From an optimization exercise on the open Yosys and OpenROAD flow, aimed at small area, a short achievable clock period and few clock cycles per item; shortcuts taken in it are not production practice. For this run, only the layout was checked, not whether the RTL still works. Power and IR drop assume default switching activity.

==> design/flow/design.v <==
module cc_group_enc (
    input  wire        clk,
    input  wire        rst,
    input  wire        in_valid,
    output wire        in_ready,
    input  wire [15:0] in_res,
    input  wire        in_last,
    output wire        out_valid,
    input  wire        out_ready,
    output reg  [31:0] out_data,
    output reg  [5:0]  out_len,
    output reg         out_last
);
    localparam integer NS = 19;    
    localparam integer GQ = 3;     
    reg        rdy_q;
    reg        iv;
    reg [15:0] ires;
    reg        ilast;
    assign in_ready = rdy_q;
    always @(posedge clk) begin
        ires  <= in_res;
        ilast <= in_last;
        iv    <= in_valid & rdy_q & ~rst;
    end
    wire [15:0] u = ires[15] ? ~{ires[14:0], 1'b0} : {ires[14:0], 1'b0};
    reg [15:0] ring [0:NS-1];
    reg [4:0]  wr;
    reg [4:0]  rd;
    reg [4:0]  occ;            
    reg [9:0]  cost [0:14];
    reg [4:0]  gn;             
    reg        gfirst;         
    reg        fin;            
    wire [18:0] sor;
    genvar gj;
    generate
        for (gj = 0; gj < 19; gj = gj + 1) begin : g_sor
            if (gj > 15) assign sor[gj] = 1'b0;
            else         assign sor[gj] = |u[15:gj];
        end
    endgenerate
    wire [19:0] uext = {4'd0, u};
    reg  [5:0]  len_k [0:14];
    integer k;
    always @(*) begin
        for (k = 0; k < 15; k = k + 1) begin
            if (sor[k + 4])
                len_k[k] = 6'd32;
            else
                len_k[k] = {2'd0, uext[k +: 4]} + k + 1;
        end
    end
    always @(posedge clk) begin
        if (rst) begin
            gfirst <= 1'b1;
            fin    <= 1'b0;
        end else begin
            fin <= iv & ilast;
            if (iv) gfirst <= ilast;
        end
        for (k = 0; k < 15; k = k + 1)
            cost[k] <= (gfirst ? 10'd0 : cost[k]) + (iv ? {4'd0, len_k[k]} : 10'd0);
        gn <= (gfirst ? 5'd0 : gn) + {4'd0, iv};
        if (iv) ring[wr] <= u;
    end
    wire [9:0] c15 = {1'b0, gn, 4'd0};
    reg  [9:0] lv1c [0:7];
    reg  [3:0] lv1k [0:7];
    reg  [9:0] lv2c [0:3];
    reg  [3:0] lv2k [0:3];
    reg  [9:0] lv3c [0:1];
    reg  [3:0] lv3k [0:1];
    reg  [3:0] kbest;
    reg  [9:0] ca, cb;
    integer m;
    always @(*) begin
        for (m = 0; m < 8; m = m + 1) begin
            ca = cost[2*m];
            cb = (m == 7) ? c15 : cost[2*m+1];
            if (cb < ca) begin lv1c[m] = cb; lv1k[m] = 2*m+1; end
            else         begin lv1c[m] = ca; lv1k[m] = 2*m;   end
        end
        for (m = 0; m < 4; m = m + 1) begin
            if (lv1c[2*m+1] < lv1c[2*m]) begin lv2c[m] = lv1c[2*m+1]; lv2k[m] = lv1k[2*m+1]; end
            else                         begin lv2c[m] = lv1c[2*m];   lv2k[m] = lv1k[2*m];   end
        end
        for (m = 0; m < 2; m = m + 1) begin
            if (lv2c[2*m+1] < lv2c[2*m]) begin lv3c[m] = lv2c[2*m+1]; lv3k[m] = lv2k[2*m+1]; end
            else                         begin lv3c[m] = lv2c[2*m];   lv3k[m] = lv2k[2*m];   end
        end
        kbest = (lv3c[1] < lv3c[0]) ? lv3k[1] : lv3k[0];
    end
    reg [3:0] qk [0:GQ-1];
    reg [3:0] qn [0:GQ-1];
    reg [1:0] qh, qt;
    reg [1:0] gq;              
    reg        ov;
    reg [3:0]  idx;            
    reg        hdone;          
    assign out_valid = ov;
    wire [15:0] hu = ring[rd];
    wire [3:0]  hk = qk[qh];
    wire [3:0]  hn = qn[qh];
    wire        first = (idx == 4'd0) & ~hdone;
    wire [19:0] hx  = {4'd0, hu} >> hk;
    wire [3:0]  q   = hx[3:0];
    wire        k15 = (hk == 4'd15);
    wire        esc = ~k15 & (|hx[19:4]);
    wire [4:0]  cQ = k15 ? 5'd0 : esc ? 5'd16 : {1'b0, q};
    wire        cz = ~k15 & ~esc;
    wire [4:0]  cW = (k15 | esc) ? 5'd16 : {1'b0, hk};
    wire [5:0]  clen = {1'b0, cQ} + {5'd0, cz} + {1'b0, cW};
    wire        honly = first & (clen > 6'd28);    
    wire        hin   = first & ~honly;            
    wire [5:0]  pQ = honly ? 6'd0 : {1'b0, cQ};
    wire        pz = honly ? 1'b0 : cz;
    wire [5:0]  pW = honly ? 6'd0 : {1'b0, cW};
    wire [5:0]  pP = first ? 6'd4 : 6'd0;
    wire [5:0]  blen = pP + pQ + {5'd0, pz} + pW;
    wire [5:0]  bB = 6'd32 - pP;                   
    wire [5:0]  bC = bB - pQ;                      
    wire [5:0]  bA = bC - {5'd0, pz};              
    wire [4:0]  sh = bA[4:0] - pW[4:0];            
    wire [31:0] ush = {16'd0, hu} << sh;
    reg  [31:0] beat;
    integer b;
    always @(*) begin
        for (b = 0; b < 32; b = b + 1) begin
            if (b >= bB)      beat[b] = hk[b - 28];
            else if (b >= bC) beat[b] = 1'b1;
            else if (b >= bA) beat[b] = 1'b0;
            else              beat[b] = ush[b];
        end
    end
    wire adv  = ~ov | out_ready;
    wire emit = adv & (gq != 2'd0);
    wire take = emit & ~honly;                     
    wire glast = take & (idx == hn);
    always @(posedge clk) begin
        if (emit) begin
            out_data <= beat;
            out_len  <= blen;
            out_last <= glast;
        end
    end
    wire [4:0] wr1 = (wr == NS - 1) ? 5'd0 : wr + 5'd1;
    wire [4:0] rd1 = (rd == NS - 1) ? 5'd0 : rd + 5'd1;
    wire [1:0] qt1 = (qt == GQ - 1) ? 2'd0 : qt + 2'd1;
    wire [1:0] qh1 = (qh == GQ - 1) ? 2'd0 : qh + 2'd1;
    wire [5:0] tot  = {1'b0, occ} + {5'd0, iv} + {5'd0, rdy_q};
    wire       s_nf = (tot + 6'd1 <= NS);           
    wire       s_f  = (tot <= NS);                  
    wire [2:0] gc   = {1'b0, gq} + {2'd0, fin} + {2'd0, iv & ilast};
    wire       g_a  = (gc + 3'd1 <= GQ);
    wire       g_b  = (gc + 3'd2 <= GQ);
    wire       tl   = in_valid & rdy_q & in_last;
    wire       rdy_n = (take ? s_f : s_nf) & (tl ? g_b : g_a);
    always @(posedge clk) begin
        if (rst) begin
            rdy_q <= 1'b0;
            wr    <= 5'd0;
            rd    <= 5'd0;
            occ   <= 5'd0;
            qh    <= 2'd0;
            qt    <= 2'd0;
            gq    <= 2'd0;
            ov    <= 1'b0;
            idx   <= 4'd0;
            hdone <= 1'b0;
        end else begin
            rdy_q <= rdy_n;
            if (iv) wr <= wr1;
            if (take) rd <= rd1;
            occ <= occ + {4'd0, iv} - {4'd0, take};
            if (fin) begin
                qk[qt] <= kbest;
                qn[qt] <= gn[3:0] - 4'd1;
                qt     <= qt1;
            end
            if (glast) qh <= qh1;
            gq <= gq + {1'b0, fin} - {1'b0, glast};
            if (adv) ov <= emit;
            if (emit) begin
                if (honly) hdone <= 1'b1;
                if (take) begin
                    if (glast) begin
                        idx   <= 4'd0;
                        hdone <= 1'b0;
                    end else begin
                        idx   <= idx + 4'd1;
                        hdone <= 1'b0;
                    end
                end
            end
        end
    end
endmodule
==> design/flow/run.sh <==
#!/bin/bash
# synth_recipe.tcl (not shown) runs the flow's synth.tcl, then flattens the netlist and writes it again
# the make line also repeats each setting of config.mk as NAME=value (left out here)
make -C /OpenROAD-flow-scripts/flow DESIGN_CONFIG=/design/flow/config.mk WORK_HOME=/design/flow/orfs CLKGATE_MAP_FILE= SYNTH_SCRIPT=/design/flow/synth_recipe.tcl finish
==> design/flow/config.mk <==
export PLATFORM = sky130hd
export DESIGN_NAME = cc_group_enc
export DESIGN_NICKNAME = cc_group_enc
export VERILOG_FILES = /design/flow/design.v
export SDC_FILE = /design/flow/constraint.sdc
export NUM_CORES = 4
export LEC_CHECK = 0
export CAP_MARGIN = 20
export CORE_MARGIN = 2
export CORE_UTILIZATION = 40
export SLEW_MARGIN = 20
==> design/flow/constraint.sdc <==
create_clock -name core_clock -period 32.0 [get_ports {clk}]
set_input_delay 6.4000 -clock core_clock [delete_from_list [all_inputs] [get_ports {clk}]]
set_output_delay 6.4000 -clock core_clock [all_outputs]
set_load 0.01 [all_outputs]
==> run summary <==
[worst max-delay path: cells and delay by family, from the launching register on]
family                   cells  cell delay (ns)
AND/OR/NAND/NOR             10             2.47
multiplexers                 1             0.39
flip-flops                   1             0.76
AO/OA/AOI/OAI               13             2.52
buffers and inverters        7             2.18
XOR/XNOR                     2             0.91
adder cells (fa/ha/maj)      4             1.73
[flip-flops by register name, indices dropped and copies added, names as in the netlist, 2 cells and up, named ones only]
signal    flops
out_data     32
occ           5
qk           12
qn           12
cost        150
ires         16
ring        304
wr            5
idx           4
qh            2
gn            5
gq            2
qt            2
rd            5
out_len       6
[routing by layer]
metal	track usage [%]	part of all wire, %	vias up	wire length [µm]
met3	2.81	4.0	162	3380
met5	0	0	-	0
met2	33.2	48	515	40300
met1	25.1	44	11220	37100
li1	-	-	11564	-
met4	6.51	3.5	0	2910
[final cells by class]
type | instances | area, µm² | area share, %
Multi-Input combinational cell | 2210 | 17300 | 45.0
Sequential cell | 577 | 15200 | 39.8
Clock buffer | 85 | 1870 | 4.87
Tap cell | 1134 | 1420 | 3.70
Inverter | 292 | 1100 | 2.86
Timing Repair Buffer | 119 | 1050 | 2.73
Clock inverter | 39 | 384 | 1.00
[cell families (layout without fill, tap and decap cells)]
family | after synthesis | count (layout)
AO/OA/AOI/OAI | 628 | 628
flip-flops | 577 | 577
buffers and inverters | 406 | 535
other | 1 | 1
adder cells (fa/ha/maj) | 316 | 316
AND/OR/NAND/NOR | 806 | 806
multiplexers | 268 | 268
XOR/XNOR | 191 | 191
[synth_stat cells (all sizes together), types with 55 or more instances]
| library cell | n |
|---|---|
| ha | 292 |
| dfxtp | 210 |
| a21oi | 177 |
| nor2 | 235 |
| edfxtp | 367 |
| mux2 | 90 |
| xnor2 | 126 |
| a21o | 75 |
| mux2i | 141 |
| xor2 | 65 |
| clkbuf | 83 |
| nor2b | 76 |
| inv | 290 |
| nand2 | 200 |
| o21bai | 55 |
| o21ai | 112 |
| nand2b | 87 |
[final timing paths]
kind | start | endpoint | slack [ns]
setup / recovery | flip-flop | out_data[17] | 20.67
hold / removal | hdone | hdone | 0.49
setup reg to reg | flip-flop | out_data[17] | 20.67
hold reg to reg | hdone | hdone | 0.49
[power groups by stage]
stage	clock (mW)	combinational (mW)	sequential (mW)
floorplan	0	0.222	0.835
global placement	0	0.315	0.838
detailed placement	0	0.316	0.838
CTS	0.800	0.317	0.822
global route	0.828	0.353	0.823
finish	0.780	0.320	0.822
==> results by group <==
Place
  • Input/output buffers: a little over 60
  • Post-DP HPWL: 59400 µm
  • Area after detailed placement: around 36000 µm²
  • Placed Cells: between 4000 and 5000
  • Worst slack, placed: around 21 ns
  • GP Congestion: 0.906

Power and ir drop
  • Int Pwr: approximately 1.4 mW
  • Pwr dens: about 50 nW/µm²
  • Clock share of power: 40.6%
  • Net Sw Power: between 0.5 and 0.6 mW
  • Design Power: slightly below 2 mW
  • Logic pwr share: 16.6%
  • Sw Ratio: 27.9%
  • Sequential power share: between 40 and 50%
  • Peak VDD IR: ~43 µV
  • Lkg Pwr: around 15 nW

Floorplan
  • Die height: between 200 and 300 µm
  • Initial Util: roughly two fifths
  • Core Area: 83800 µm²
  • Row count: about 110
  • Die Area: between 80000 and 90000 µm²
  • Die Width: a little under 300 µm
  • I/O pins: between 60 and 70

CTS
  • CTS sink count: roughly 580
  • CTS Buf Count: approximately 70
  • Post-CTS Setup Bufs: 0
  • Root Buffer: clkbuf_16
  • CTS clk-pin slew, worst paths: roughly 0.06 ns
  • Clock latency (worst-skew pair): 0.61 ns
  • PostCTS Resize Cnt: 0
  • Clock Tree Buf Depth: 3
  • Hold Buf Count CTS: 0
  • # H-tree levels: 3
  • TritonCTS clock tree: yes

Final layout
  • Area Growth Syn to Fin: 13.0%
  • Ratio of cells with drive above 1 in the final layout: roughly a tenth
  • Commonest non-fill, non-tap cell in the layout: edfxtp_1
  • # diodes: 0
  • Layout Cells excl Fill: between 4000 and 5000
  • Final net count: ~3600
  • Final core occ: a little under half
  • Most frequent cells in the layout: edfxtp_1, ha_1, inv_1
  • Post-route cell area: ~38000 µm²
  • # fillers: 7918

Min path
  • Worst min path class: reg2reg
  • Worst hold stages: 2

Timing
  • Unrepaired setup endpoints after global routing: no
  • Final period util: 35.4%
  • Worst-margin pin slew: 1.12 ns
  • Final worst slack: approximately 21 ns
  • Clk_skew: 0.0197 ns
  • Fin Hold WS: slightly below 0.5 ns
  • Final Hold Vio Count: 0
  • Slew Limit Fails: 0
  • Final min period: between 10 and 15 ns
  • Slew headroom: approximately a quarter
  • Setup TNS: 0 ns
  • F_max: roughly 88 MHz
  • Final number of setup-violating endpoints: 0

Detailed routing
  • First drt pass iteration count: 6
  • DRT iter0 DRCs: 1582
  • Post-DR wirelength/cell: between 15 and 20 µm
  • Wirelength, routed: approximately 84000 µm
  • Routed via count: between 20000 and 25000
  • Vias/cell: ~5.3
  • Drt drc: 0
  • Antenna-violating nets left: 0

Worst setup path
  • Worst-case reg-to-reg path depth: 37
  • Slowest cell on crit path: buf_4
  • Worst Setup End Kind: flip-flop
  • CP Class: reg2reg
  • Critical path's largest stage delay: between 0.8 and 0.9 ns
  • Worst EP required: approximately 32 ns
  • Startpoint class of the critical path: flip-flop
  • Worst Path Max Fanout: 74
  • Critical Path AT: approximately 12 ns

Synthesis
  • Combinational family with the most area after synthesis: adder cells
  • Avg Cell Area, Syn: 10.6 µm²
  • #FFs+latches synth: 577
  • Post-synth ARST share: 0%
  • Simple logic cell fraction of the synthesized area: a little under an eighth
  • Area leader, netlist: edfxtp_1
  • EDFF count, synth: roughly 370
  • Share of the synthesized area in the top cell type: 32.5%
  • Yosys warning total: 37
  • Sequential fraction of the synthesis area: between 40 and 50%
  • Post-synthesis compound-gate area fraction: between 10% and 20%
  • Mux cell area share after synthesis: about 9.6%
  • Adder-Cell Fraction of Synth Area: 12.2%
  • Xor/xnor share of the synthesized area: 4.96%
  • Commonest register cell after synthesis: edfxtp_1
  • Largest cells by area after synthesis: edfxtp_1, dfxtp_1, ha_1
  • Syn nets: 3530
  • Post-Synthesis Cells: ~3200
  • Cell variety after synth: 87
  • Mapped cell area: 33900 µm²

Global routing
  • Grt ovf: 0
  • First-pass GRT wire length: 131000 µm
  • Total GRT Usage: between 10% and 20%
  • Initial antenna violation count: 0
  • Largest net degree at the start of global routing: between 70 and 80
  • Vias in the first global route: between 20000 and 25000

Run status
  • Status: complete, no violations

Job
  • Max-Cap Viols: 0

-- separate check: timing with driven ports --
The flow's constraints put no driver on any port. The routed layout listed below was extracted and timed again, unchanged, in two steps.
Step 1: set_driving_cell puts a clkbuf_16 on clk and a buf_2 on each other input, an assumption about the parent block.
Step 2 moves the port delays by t, midway between the first and last clock arrival at a register: inputs arrive t later, outputs are due t later. That takes back most of the time a late clock gives input paths.
Three values: ideal, step 1, step 2; two values: the first two.
t, ns: 0.667
setup WS [ns]: 20.674 / 20.674 / 20.674
worst slew at a driven data input, ns: 0.08
After both steps this run still meets setup and hold. For this run, drivers alone change the setup slack by 0.000 ns; drivers and shift together by 0.000 ns.
